What follows belongs to an exercise in optimizing a design on an open flow for small area and a short achievable clock period; a production flow would make more cautious choices. Function was checked by simulation only, so behaviour that the tests miss may differ from the original. No activity file was given, so power comes from the tool's default toggle rates.

==> zinc <==
==> flow/design.v <==
module dec_unit (
    input  wire         clk,
    input  wire         rst,       
    input  wire         trig,      
    input  wire [1:0]   op,        
    input  wire [127:0] a,
    input  wire [127:0] b,
    output reg  [127:0] r,         
    output wire         done,      
    output reg          cpl,       
    output reg          dov,       
    output reg          exc,       
    output wire [15:0]  detail     
);
    reg [127:0] a_q, b_q;          
    wire [127:0] at = a_q ^ {{32{1'b1}}, 32'd0, {32{1'b1}}, 32'd0};
    wire [127:0] bt = b_q ^ {{32{1'b1}}, 32'd0, {32{1'b1}}, 32'd0};
    reg         chk_q;
    reg [4:0]   cnt;               
    reg         done_q;            
    reg         pre_q;             
    reg         wrn_q;             
    reg         sh_q, lg_q;        
    reg         es_q;              
    reg         na_q;              
    reg         c_q;               
    reg         g_q;               
    reg         z_q;               
    reg         fa_q;              
    reg         inv_q;             
    reg         bop_q;             
    reg [4:0]   bidx_q;            
    assign done   = done_q;
    assign detail = {4'd0, bidx_q, bop_q, 1'b1, 5'd0};
    wire first  = (cnt == 5'd1);
    wire over15 = |(at[127:64] | bt[127:64]);
    wire over23 = |(at[127:96] | bt[127:96]);
    wire p1     = first | (sh_q ? (cnt == 5'd2)
                                : ((cnt[4:2] == 3'd0) & (cnt[1:0] != 2'd0)) | (cnt == 5'd4));
    wire p2     = es_q & ~g_q & (sh_q ? ((cnt == 5'd3) | (cnt == 5'd4))
                                      : ((cnt[4:2] == 3'd1) & (cnt[1:0] != 2'd0)) | (cnt == 5'd8));
    wire half   = first ? ~over15 : (sh_q | (cnt > 5'd8));
    wire fseg   = first | (cnt[0] & (sh_q | cnt[3] | cnt[4] | ~cnt[1]));
    wire nin    = es_q & (p1 | p2);            
    reg [31:0] sl;
    reg [7:0]  bad_a, bad_b, nz;
    reg        c;
    reg [3:0]  x, y, o;
    reg [4:0]  t;
    reg        co, c0, c1;
    integer i;
    always @* begin
        c = first ? es_q : (fseg ? 1'b0 : c_q);
        for (i = 0; i < 8; i = i + 1) begin
            x = at[4*i +: 4];
            y = bt[4*i +: 4];
            if (nin) y = {~(y[3] | y[2] | y[1]), y[2] ^ y[1], y[1], ~y[0]};
            if (i < 3) begin
                t  = {1'b0, x} + {1'b0, y} + {4'd0, c};
                co = t[4] | (t[3] & (t[2] | t[1]));
                o  = t[3:0] + {1'b0, co, co, 1'b0};
                c0 = 1'b0;
                c1 = 1'b0;
            end else begin
                t  = {1'b0, x} + {1'b0, y};
                c0 = t[4] | (t[3] & (t[2] | t[1]));
                c1 = t[4] | (t[3] & (t[2] | t[1] | t[0]));
                co = c ? c1 : c0;
                o  = t[3:0] + {1'b0, co, co, c};
            end
            if (p2) o = {~(o[3] | o[2] | o[1]), o[2] ^ o[1], o[1], ~o[0]};
            sl[4*i +: 4] = o;
            bad_a[i] = at[4*i+3] & (at[4*i+2] | at[4*i+1]);
            bad_b[i] = bt[4*i+3] & (bt[4*i+2] | bt[4*i+1]);
            nz[i]    = |o;
            if (i == 0 && fseg) begin
                sl[3:0]  = first ? bt[3:0] : at[3:0];      
                bad_a[0] = ~chk_q & (at[3:0] < 4'hA);
                bad_b[0] = bt[3:0] < 4'hA;
                nz[0]    = 1'b0;
            end else
                c = co;
        end
    end
    function [2:0] low8(input [7:0] v);
        integer j;
        begin
            low8 = 3'd0;
            for (j = 7; j >= 0; j = j - 1)
                if (v[j]) low8 = j[2:0];
        end
    endfunction
    wire [1:0] seg = cnt[1:0] - 2'd1;
    wire       neg_r   = es_q ? (g_q ? (na_q & ~z_q) : ~na_q)
                              : (na_q & ~(z_q & ~g_q));
    wire [3:0] sign_r  = chk_q ? at[3:0] : {3'b110, neg_r};
    wire       cdig    = sh_q & ~es_q & g_q;      
    wire       invalid = inv_q;
    wire       a_bad   = |bad_a;
    wire       b_bad   = |bad_b;
    wire       near    = lg_q ? (cnt == 5'd16) :
                         sh_q ? (cnt == 5'd4) : (cnt == 5'd10);
    wire       fin     = pre_q & ~trig;
    wire       r_wr    = ~(rst | wrn_q | trig);
    wire       r_hold  = ~rst & (wrn_q | trig);
    wire ld_a  = trig & ~op[1];
    wire t_h   = ~trig & half;                 
    wire t_f   = ~trig & ~half;                
    wire na_ld = (a[3:0] == 4'hB) || (a[3:0] == 4'hD);
    wire nb_ld = (b[3:0] == 4'hB) || (b[3:0] == 4'hD);
    always @(posedge clk) begin
        if (trig) begin
            chk_q <= op[1];
            na_q  <= na_ld;
            es_q  <= ~op[1] & (na_ld ^ nb_ld ^ op[0]);
        end
        a_q[31:0]   <=   (a[31:0]   & {32{ld_a}}) | (at[63:32] & {32{~trig}});
        a_q[63:32]  <= ~((a[63:32]  & {32{ld_a}}) | (sl & {32{t_h}}) | (at[95:64] & {32{t_f}}));
        a_q[95:64]  <=   (a[95:64]  & {32{ld_a}}) | (at[127:96] & {32{~trig}});
        a_q[127:96] <= ~((a[127:96] & {32{ld_a}}) | (at[95:64] & {32{t_h}}) | (sl & {32{t_f}}));
        b_q <= ((b & {128{trig}}) | ({32'd0, bt[127:32]} & {128{~trig}}))
             ^ {{32{1'b1}}, 32'd0, {32{1'b1}}, 32'd0};
        if (first) begin
            sh_q <= ~over15;
            lg_q <= over23;
        end
        c_q <= c;
        if (p1) begin
            g_q  <= c;
            z_q  <= ~(|nz) & (first | z_q);
            fa_q  <= a_bad | (fa_q & ~first);
            inv_q <= a_bad | b_bad | (inv_q & ~first);
            if (a_bad & (~fa_q | first)) begin
                bop_q  <= 1'b0;
                bidx_q <= {seg, low8(bad_a)};
            end else if (b_bad & (~inv_q | first)) begin
                bop_q  <= 1'b1;
                bidx_q <= {seg, low8(bad_b)};
            end
        end
        cnt    <= trig ? 5'd1 : cnt + 5'd1;
        dov    <= ~invalid & ~es_q & g_q & lg_q;
        exc    <= invalid;
        pre_q <= ~rst & ~trig & ~done_q & near;
        wrn_q <= ~(~rst & ~trig & ~done_q & near & ~inv_q);  
        r <= ({at[127:65], at[64] | cdig, at[63:4], sign_r} & {128{r_wr}})
           | (r & {128{r_hold}});
        if (rst) begin
            done_q <= 1'b1;
            cpl    <= 1'b0;
        end else begin
            done_q <= ~trig & (done_q | pre_q);
            cpl    <= fin;
        end
    end
endmodule
==> flow/flow/run.sh <==
#!/bin/bash
# Standard ORFS layout, with the port buffers made from the smallest buffer
# cell (every input and output port still gets its own buffer), a two-level
# buffer tree for the trigger input's high-fanout nets before repair_design,
# and a clock tree of larger sink clusters from small buffers, without dummy
# loads.
set -euo pipefail
export BUFFER_PORTS_ARGS="-buffer_cell sky130_fd_sc_hd__buf_1"
export PRE_RESIZE_TCL="$PWD/flow/pre_resize.tcl"
export CTS_ARGS="-sink_clustering_enable -repair_clock_nets -dont_use_dummy_load -sink_clustering_size 14 -sink_clustering_max_diameter 90 -buf_list {sky130_fd_sc_hd__clkbuf_4 sky130_fd_sc_hd__clkbuf_8}"
bash standard.sh > standard.log 2>&1
==> flow/flow/pre_resize.tcl <==
# Rebuild the buffering of the high-fanout nets in the trig input's cone: drop the
# buffers placement put on them, then split each net into groups of nearby
# loads, each driven by its own buffer at the group's centre, so that they
# get a shallow two-level tree instead of a chain. repair_design runs after.
set ::group_size 32
set ::buf_cell sky130_fd_sc_hd__buf_6
set ::dbu [[ord::get_db_tech] getDbUnitsPerMicron]

proc out_net {inst} {
  foreach it [$inst getITerms] { if {[$it isOutputSignal]} { return [$it getNet] } }
  return ""
}

# The placement buffers that hang off db net n.
proc place_bufs {n} {
  set bufs {}
  foreach it [$n getITerms] {
    if {[$it isOutputSignal]} { continue }
    set inst [$it getInst]
    if {[string match "sky130_fd_sc_hd__buf_*" [[$inst getMaster] getName]] && [string match "place*" [$inst getName]]} {
      lappend bufs [$inst getName]
    }
  }
  return $bufs
}

proc split_net {n} {
  global group_size buf_cell dbu
  set loads {}
  foreach it [$n getITerms] {
    if {[$it isOutputSignal]} { continue }
    set box [[$it getInst] getBBox]
    set pin [get_pins "[[$it getInst] getName]/[[$it getMTerm] getName]"]
    lappend loads [list [expr {([$box xMin] + [$box xMax]) / 2}] [expr {([$box yMin] + [$box yMax]) / 2}] $pin]
  }
  set cnt [llength $loads]
  if {$cnt <= $group_size} { return }
  set k [expr {int(ceil(double($cnt) / $group_size))}]
  set cols [expr {int(ceil(sqrt($k)))}]
  set per_col [expr {int(ceil(double($cnt) / $cols))}]
  set byx [lsort -integer -index 0 $loads]
  set made 0
  for {set c 0} {$c < $cols} {incr c} {
    set col [lrange $byx [expr {$c * $per_col}] [expr {($c + 1) * $per_col - 1}]]
    if {[llength $col] == 0} { continue }
    set rows [expr {int(ceil(double([llength $col]) / $group_size))}]
    set per_row [expr {int(ceil(double([llength $col]) / $rows))}]
    set byy [lsort -integer -index 1 $col]
    for {set r 0} {$r < $rows} {incr r} {
      set grp [lrange $byy [expr {$r * $per_row}] [expr {($r + 1) * $per_row - 1}]]
      if {[llength $grp] == 0} { continue }
      set sx 0; set sy 0; set pins {}
      foreach l $grp { incr sx [lindex $l 0]; incr sy [lindex $l 1]; lappend pins [lindex $l 2] }
      set cx [expr {double($sx) / [llength $grp] / $dbu}]
      set cy [expr {double($sy) / [llength $grp] / $dbu}]
      insert_buffer -buffer_cell $buf_cell -net [get_nets [$n getName]] -load_pins $pins -location [list $cx $cy]
      incr made
    }
  }
  puts "trig tree: [$n getName] $cnt loads -> $made buffers"
}

set inbuf ""
foreach it [[[[ord::get_db_block] findBTerm trig] getNet] getITerms] { set inbuf [$it getInst] }

# The nets in the fanout cone of trig, through up to four gates.
proc cone_nets {inbuf} {
  set tn [out_net $inbuf]
  set nets [list $tn]
  set front [list $tn]
  set seen [dict create [$tn getName] 1]
  for {set depth 0} {$depth < 4} {incr depth} {
    set next {}
    foreach n $front {
      foreach it [$n getITerms] {
        if {[$it isOutputSignal]} { continue }
        set inst [$it getInst]
        if {[string match "*df*" [[$inst getMaster] getName]]} { continue }
        set on [out_net $inst]
        if {$on eq "" || [dict exists $seen [$on getName]]} { continue }
        dict set seen [$on getName] 1
        lappend nets $on
        lappend next $on
      }
    }
    set front $next
  }
  return $nets
}

# Drop the placement buffers in the cone, walking it afresh after each net.
while 1 {
  set bufs {}
  foreach n [cone_nets $inbuf] {
    set bufs [place_bufs $n]
    if {[llength $bufs]} { break }
  }
  if {[llength $bufs] == 0} { break }
  remove_buffers [get_cells [lindex $bufs 0]]
}
foreach n [cone_nets $inbuf] {
  if {[llength [$n getITerms]] > $::group_size + 1} { split_net $n }
}
==> flow/standard.sh <==
#!/bin/bash
# synth_recipe.tcl (not shown) runs the flow's synth.tcl, then flattens the netlist and writes it again
# the make line also repeats each setting of config.mk as NAME=value (left out here)
make -C /OpenROAD-flow-scripts/flow DESIGN_CONFIG=/design/flow/config.mk WORK_HOME=/design/flow/orfs CLKGATE_MAP_FILE= SYNTH_SCRIPT=/design/flow/synth_recipe.tcl "${@:-finish}"
==> flow/config.mk <==
export PLATFORM = sky130hd
export DESIGN_NAME = dec_unit
export DESIGN_NICKNAME = dec_unit
export VERILOG_FILES = /design/flow/design.v
export SDC_FILE = /design/flow/constraint.sdc
export NUM_CORES = 4
export LEC_CHECK = 0
export CAP_MARGIN = 20
export CORE_MARGIN = 2
export CORE_UTILIZATION = 65
export SLEW_MARGIN = 60
==> flow/constraint.sdc <==
create_clock -name core_clock -period 70.0 [get_ports {clk}]
set_input_delay 14.0000 -clock core_clock [delete_from_list [all_inputs] [get_ports {clk}]]
set_output_delay 14.0000 -clock core_clock [all_outputs]
set_load 0.01 [all_outputs]
==> cedar (differences from zinc) <==
==> flow/design.v (replaced) <==
module dec_unit (
    input  wire         clk,
    input  wire         rst,       
    input  wire         trig,      
    input  wire [1:0]   op,        
    input  wire [127:0] a,
    input  wire [127:0] b,
    output reg  [127:0] r,         
    output wire         done,      
    output reg          cpl,       
    output reg          dov,       
    output reg          exc,       
    output wire [15:0]  detail     
);
    reg [127:0] a_q, b_q;          
    reg         chk_q;
    reg [4:0]   cnt;               
    reg         done_q;            
    reg         pre_q;             
    reg         sh_q, lg_q;        
    reg         es_q;              
    reg         na_q;              
    reg         c_q;               
    reg         g_q;               
    reg         z_q;               
    reg         fa_q;              
    reg         bop_q;             
    reg [4:0]   bidx_q;            
    assign done   = done_q;
    assign detail = {4'd0, bidx_q, bop_q, 1'b1, 5'd0};
    wire first  = (cnt == 5'd1);
    wire over15 = |(a_q[127:64] | b_q[127:64]);
    wire over23 = |(a_q[127:96] | b_q[127:96]);
    wire p1     = first | (sh_q ? (cnt == 5'd2)
                                : ((cnt[4:2] == 3'd0) & (cnt[1:0] != 2'd0)) | (cnt == 5'd4));
    wire p2     = es_q & ~g_q & (sh_q ? ((cnt == 5'd3) | (cnt == 5'd4))
                                      : ((cnt[4:2] == 3'd1) & (cnt[1:0] != 2'd0)) | (cnt == 5'd8));
    wire half   = first ? ~over15 : (sh_q | (cnt > 5'd8));
    wire fseg   = first | (cnt[0] & (sh_q | cnt[3] | cnt[4] | ~cnt[1]));
    wire nin    = es_q & (p1 | p2);            
    reg [31:0] sl;
    reg [7:0]  bad_a, bad_b, nz;
    reg        c;
    reg [3:0]  x, y, o;
    reg [4:0]  t;
    reg        co, c0, c1;
    integer i;
    always @* begin
        c = first ? es_q : (fseg ? 1'b0 : c_q);
        for (i = 0; i < 8; i = i + 1) begin
            x = a_q[4*i +: 4];
            y = b_q[4*i +: 4];
            if (nin) y = {~(y[3] | y[2] | y[1]), y[2] ^ y[1], y[1], ~y[0]};
            t  = {1'b0, x} + {1'b0, y};
            c0 = t[4] | (t[3] & (t[2] | t[1]));           
            c1 = t[4] | (t[3] & (t[2] | t[1] | t[0]));    
            co = c ? c1 : c0;
            o  = t[3:0] + {1'b0, co, co, c};
            if (p2) o = {~(o[3] | o[2] | o[1]), o[2] ^ o[1], o[1], ~o[0]};
            sl[4*i +: 4] = o;
            bad_a[i] = a_q[4*i+3] & (a_q[4*i+2] | a_q[4*i+1]);
            bad_b[i] = b_q[4*i+3] & (b_q[4*i+2] | b_q[4*i+1]);
            nz[i]    = |o;
            if (i == 0 && fseg) begin
                sl[3:0]  = first ? b_q[3:0] : a_q[3:0];    
                bad_a[0] = ~chk_q & (a_q[3:0] < 4'hA);
                bad_b[0] = b_q[3:0] < 4'hA;
                nz[0]    = 1'b0;
            end else
                c = co;
        end
    end
    function [2:0] low8(input [7:0] v);
        integer j;
        begin
            low8 = 3'd0;
            for (j = 7; j >= 0; j = j - 1)
                if (v[j]) low8 = j[2:0];
        end
    endfunction
    wire [1:0] seg = cnt[1:0] - 2'd1;
    wire       neg_r   = es_q ? (g_q ? (na_q & ~z_q) : ~na_q)
                              : (na_q & ~(z_q & ~g_q));
    wire [3:0] sign_r  = chk_q ? a_q[3:0] : {3'b110, neg_r};
    wire       cdig    = sh_q & ~es_q & g_q;      
    wire       invalid = exc;
    wire       a_bad   = |bad_a;
    wire       b_bad   = |bad_b;
    wire       near    = lg_q ? (cnt == 5'd16) :
                         sh_q ? (cnt == 5'd4) : (cnt == 5'd10);
    wire       fin     = pre_q & ~trig;
    wire       r_wr    = ~rst & fin & ~invalid;
    wire       r_hold  = ~rst & ~(fin & ~invalid);
    wire ld_a  = trig & ~op[1];
    wire t_h   = ~trig & half;                 
    wire t_f   = ~trig & ~half;                
    wire na_ld = (a[3:0] == 4'hB) || (a[3:0] == 4'hD);
    wire nb_ld = (b[3:0] == 4'hB) || (b[3:0] == 4'hD);
    always @(posedge clk) begin
        if (trig) begin
            chk_q <= op[1];
            na_q  <= na_ld;
            es_q  <= ~op[1] & (na_ld ^ nb_ld ^ op[0]);
        end
        a_q[31:0]   <= (a[31:0]   & {32{ld_a}}) | (a_q[63:32] & {32{~trig}});
        a_q[63:32]  <= (a[63:32]  & {32{ld_a}}) | (sl & {32{t_h}}) | (a_q[95:64] & {32{t_f}});
        a_q[95:64]  <= (a[95:64]  & {32{ld_a}}) | (a_q[127:96] & {32{~trig}});
        a_q[127:96] <= (a[127:96] & {32{ld_a}}) | (a_q[95:64] & {32{t_h}}) | (sl & {32{t_f}});
        b_q <= (b & {128{trig}}) | ({32'd0, b_q[127:32]} & {128{~trig}});
        if (first) begin
            sh_q <= ~over15;
            lg_q <= over23;
        end
        c_q <= c;
        if (p1) begin
            g_q  <= c;
            z_q  <= ~(|nz) & (first | z_q);
            fa_q <= a_bad | (fa_q & ~first);
            exc  <= a_bad | b_bad | (exc & ~first);
            if (a_bad & (~fa_q | first)) begin
                bop_q  <= 1'b0;
                bidx_q <= {seg, low8(bad_a)};
            end else if (b_bad & (~exc | first)) begin
                bop_q  <= 1'b1;
                bidx_q <= {seg, low8(bad_b)};
            end
        end
        cnt    <= trig ? 5'd1 : cnt + 5'd1;
        dov    <= ~invalid & ~es_q & g_q & lg_q;
        pre_q <= ~rst & ~trig & ~done_q & near;
        r <= ({a_q[127:65], a_q[64] | cdig, a_q[63:4], sign_r} & {128{r_wr}})
           | (r & {128{r_hold}});
        if (rst) begin
            done_q <= 1'b1;
            cpl    <= 1'b0;
        end else begin
            done_q <= ~trig & (done_q | pre_q);
            cpl    <= fin;
        end
    end
endmodule
--- a/flow/flow/pre_resize.tcl
+++ b/flow/flow/pre_resize.tcl
@@ -3,7 +3,7 @@
 # loads, each driven by its own buffer at the group's centre, so that they
 # get a shallow two-level tree instead of a chain. repair_design runs after.
 set ::group_size 32
-set ::buf_cell sky130_fd_sc_hd__buf_6
+set ::buf_cell sky130_fd_sc_hd__buf_8
 set ::dbu [[ord::get_db_tech] getDbUnitsPerMicron]
 
 proc out_net {inst} {
==> run notes <==
Global-route usage: zinc is higher than cedar (1.7 points).
Critical path depth is the same in cedar and zinc.
Clock power is about the same in cedar and zinc.
Setup slack: cedar is worse than zinc (0.026 ns).
cedar produced a clean layout. zinc completed without violations.
Clock skew: cedar is higher than zinc (0.012 ns).
Against cedar, the core utilization of zinc is lower by 0.21 points.
Between cedar and zinc, the lower sequential share of layout area is in cedar (gap 2.1 points).
Between zinc and cedar, the lower flip-flop and latch count is in cedar (gap 2).

-- static timing again, ports no longer ideal --
How much do the figures lean on ideal ports? The routed layouts below were timed once more, with nothing changed but the port constraints.
Step 1 (the two cells are an assumption about what drives the block):
set clk [get_ports {clk}]
set_driving_cell -lib_cell sky130_fd_sc_hd__clkbuf_16 $clk
set_driving_cell -lib_cell sky130_fd_sc_hd__buf_2 [delete_from_list [all_inputs] $clk]
Step 2, shift: input delay + t, output delay - t, t = (earliest + latest rising clock arrival at the registers) / 2. This alone moves slack from input paths to output paths.
a / b / c = no drivers / after step 1 / after step 2; a / b = the first two.
| run | t (ns) | slack for setup (ns) | latest minus earliest clock arrival (ns) |
|---|---|---|---|
| zinc | 0.599 | 54.606 / 54.628 / 54.029 | 0.049 / 0.049 |
| cedar | 0.584 | 54.580 / 54.605 / 54.022 | 0.061 / 0.061 |
After both steps every run listed still meets setup and hold. The setup slack of zinc, which loses most, moves by +0.022 ns with the drivers and by -0.577 ns with both steps.
